Background: an optimization exercise with open tools, aiming at small area, a short achievable clock period and few clock cycles per item. Do not read the settings as production practice.

==> build 93 <==
// sr_gen
module sr_gen (
    input  wire        clk,
    input  wire        rst,
    input  wire        in_valid,
    output wire        in_ready,
    input  wire        in_load,
    input  wire [63:0] in_j,
    input  wire [63:0] in_s,
    input  wire [31:0] in_t,
    input  wire [47:0] in_x,
    output wire        out_valid,
    input  wire        out_ready,
    output wire [23:0] out_u
);
Settings: LEC_CHECK=0, CAP_MARGIN=50, CORE_MARGIN=2, CORE_UTILIZATION=50, PLACE_DENSITY=0.65, SETUP_SLACK_MARGIN=0.4, SLEW_MARGIN=80, SYNTH_HIERARCHICAL=1; clock period 12.0 ns.
standard.sh (not shown) runs the stock make flow with config.mk's settings and CLKGATE_MAP_FILE= SYNTH_SCRIPT=/design/flow/synth_recipe.tcl, a recipe that flattens the netlist after the stock synthesis.
==> flow/flow/run.sh <==
#!/bin/bash
# Layout: the standard flow (standard.sh) with the standard synthesis
# unchanged. After synthesis two things differ from the standard run:
#  - the port buffers are buf_2 cells instead of the delay cell that
#    buffer_ports picks by default (every port still gets its buffer);
#  - the delay cells (clkdlybuf4s*, dlygate*, dlymetal*) are added to the
#    platform's don't-use list, so the repair of slew, capacitance and long
#    wires uses plain buffers.
# Each tool's output goes to a log file of its own in this folder.
set -euo pipefail
bash standard.sh synth > synth.log 2>&1
FULL=$(make -s -C "$FLOW_HOME" DESIGN_CONFIG="$PWD/config.mk" WORK_HOME="$PWD/orfs" \
       print-DONT_USE_CELLS 2> print_dont_use.log | sed -n 's/^DONT_USE_CELLS: //p')
DU="$FULL"
for c in clkdlybuf4s15_1 clkdlybuf4s15_2 clkdlybuf4s18_1 clkdlybuf4s18_2 \
         clkdlybuf4s25_1 clkdlybuf4s25_2 clkdlybuf4s50_1 clkdlybuf4s50_2 \
         dlygate4sd1_1 dlygate4sd2_1 dlygate4sd3_1 \
         dlymetal6s2s_1 dlymetal6s4s_1 dlymetal6s6s_1; do
  DU="$DU sky130_fd_sc_hd__$c"
done
echo "DONT_USE_CELLS=$DU" > dont_use.txt
bash standard.sh "DONT_USE_CELLS=$DU" \
  "BUFFER_PORTS_ARGS=-buffer_cell sky130_fd_sc_hd__buf_2" finish > layout.log 2>&1
==> trial 84 (differences from build 93) <==
--- a/flow/design.v
+++ b/flow/design.v
@@ -9,15 +9,15 @@
     input  wire [31:0] in_t,
     input  wire [47:0] in_x,
     output wire        out_valid,
     input  wire        out_ready,
     output wire [23:0] out_u
 );
     localparam [63:0] KEY_SALT = 64'h6A3D_2F59_C1B8_7E05;
-    localparam integer D = 7;     
+    localparam integer D = 6;     
     localparam [2:0] ST_IDLE = 3'd0;    
     localparam [2:0] ST_K1   = 3'd1;    
     localparam [2:0] ST_I2   = 3'd2;    
     localparam [2:0] ST_K2   = 3'd3;    
     localparam [2:0] ST_I3   = 3'd4;    
     localparam [2:0] ST_K3   = 3'd5;    
     reg  [2:0]  st;
@@ -2615,25 +2615,22 @@
     assign in_ready  = rdy_o;
     assign out_valid = ov;
     assign out_u     = ou;
     wire take   = in_valid && rdy;
     wire tload  = take && in_load;
     wire telem  = take && !in_load;
     wire pop    = ov && out_ready;
-    reg         rv;                     
-    reg  [23:0] res;
-    wire push   = rv;
+    wire push   = v4 && !k4;
     wire hfree  = !ov || pop;           
     wire fempty = !fcnt[0];
     wire fpush  = push && !(hfree && fempty);
     wire fpop   = hfree && !fempty;
     wire kr     = v4 && k4;             
     wire issue  = (st == ST_I2) || (st == ST_I3);
-    wire [63:0] key_e = key ^ (key >> 32);   
-    wire [63:0] z_a = in_load && !issue ? KEY_SALT : key_e;
+    wire [63:0] z_a = in_load && !issue ? KEY_SALT : key;
     wire [63:0] z_b = issue ? 64'd0 : (in_load ? in_j : {16'd0, in_x});
     wire [63:0] z   = z_a ^ z_b;
     wire [63:0] a1_d = z ^ (z >> 31);
     reg  [2:0] st_n;
     always @(*) begin
         st_n = st;
         case (st)
@@ -2660,32 +2657,30 @@
             v3    <= 1'b0;
             v4    <= 1'b0;
             wp    <= 3'd0;
             rp    <= 3'd0;
             fcnt  <= {(D-1){1'b0}};
             cnt   <= {D{1'b0}};
             ov    <= 1'b0;
-            rv    <= 1'b0;
         end else begin
             st    <= st_n;
             rdy   <= rdy_n;
             rdy_o <= rdy_n;
             if (tload)
-                key <= in_s ^ (in_s >> 32);
+                key <= in_s;
             else if (kr)
-                key <= m2 ^ ((st == ST_K1) ? key : (st == ST_K2) ? {32'd0, t_hold} : 64'd0);
+                key <= r ^ ((st == ST_K1) ? key : (st == ST_K2) ? {32'd0, t_hold} : 64'd0);
             v1 <= take || issue;
             k1 <= tload || issue;
             v2 <= v1;
             k2 <= k1;
             v3 <= v2;
             k3 <= k2;
             v4 <= v3;
             k4 <= k3;
-            rv <= v4 && !k4;
             if (hfree)
                 ov <= push || !fempty;
             if (fpush)
                 wp <= (wp == D - 2) ? 3'd0 : wp + 3'd1;
             if (fpop)
                 rp <= (rp == D - 2) ? 3'd0 : rp + 3'd1;
             if (fpush && !fpop)
@@ -2700,19 +2695,18 @@
             t_hold <= in_t;
         a1  <= a1_d;
         na1 <= ~a1_d;
         cs1 <= cs1_d;
         a2  <= a2_d;
         na2 <= ~a2_d;
         cs2 <= cs2_d;
-        res <= m2[63:40];
         if (push)                       
-            fifo[wp] <= res;
+            fifo[wp] <= r[63:40];
         if (hfree)
-            ou <= fempty ? res : fifo[rp];
+            ou <= fempty ? r[63:40] : fifo[rp];
     end
 endmodule
 module sr_fa (
     input  wire a,
     input  wire b,
     input  wire c,
     output wire s,
==> flow_metrics.env <==
export IMPL_status="complete, no violations"
export IMPL_regArea_um2=17990
export IMPL_r2r_end="ou[20]"
export IMPL_yosys_top_cells_area="fa_1, dfxtp_1, edfxtp_1, ha_1, xnor2_1"
export IMPL_critical_path_max_fanout=6
(the above is from trial 84)
==> flow_metrics.env <==
export IMPL_regArea_um2=19230
export IMPL_r2r_end="a2[25]"
export IMPL_status="complete, no violations"
export IMPL_yosys_top_cells_area="fa_1, dfxtp_1, edfxtp_1, ha_1, xnor2_1"
export IMPL_finalHoldViolations=0
export IMPL_end_kind="flop"
export IMPL_critical_path_max_fanout=5
(the above is from build 93)
No run of this note included a check of the RTL's function; only the layout flow was run.

-- re-timing with driven ports --
Ports are ideal in the flow. The routed layouts listed here were re-timed in OpenROAD. Step 1: set_driving_cell puts a clkbuf_16 on clk and a buf_2 on each other input, an assumption about the parent block. Step 2 times the ports against the registers' clock, not the clock port: input delays grow and output delays shrink by t, the midpoint of the rising clock arrivals with the driver on. Slacks: no drivers / after step 1 / after step 2; pairs: no drivers / after step 1.
run	shift t [ns]	slack for setup (ns)	worst hold slack (ns)	latest minus earliest clock arrival (ns)
build 93	0.759	7.626 / 7.626 / 7.626	0.419 / 0.419 / 0.419	0.040 / 0.040
trial 84	0.754	7.571 / 7.571 / 7.571	0.421 / 0.421 / 0.421	0.037 / 0.038
After both steps every run listed still meets setup and hold.
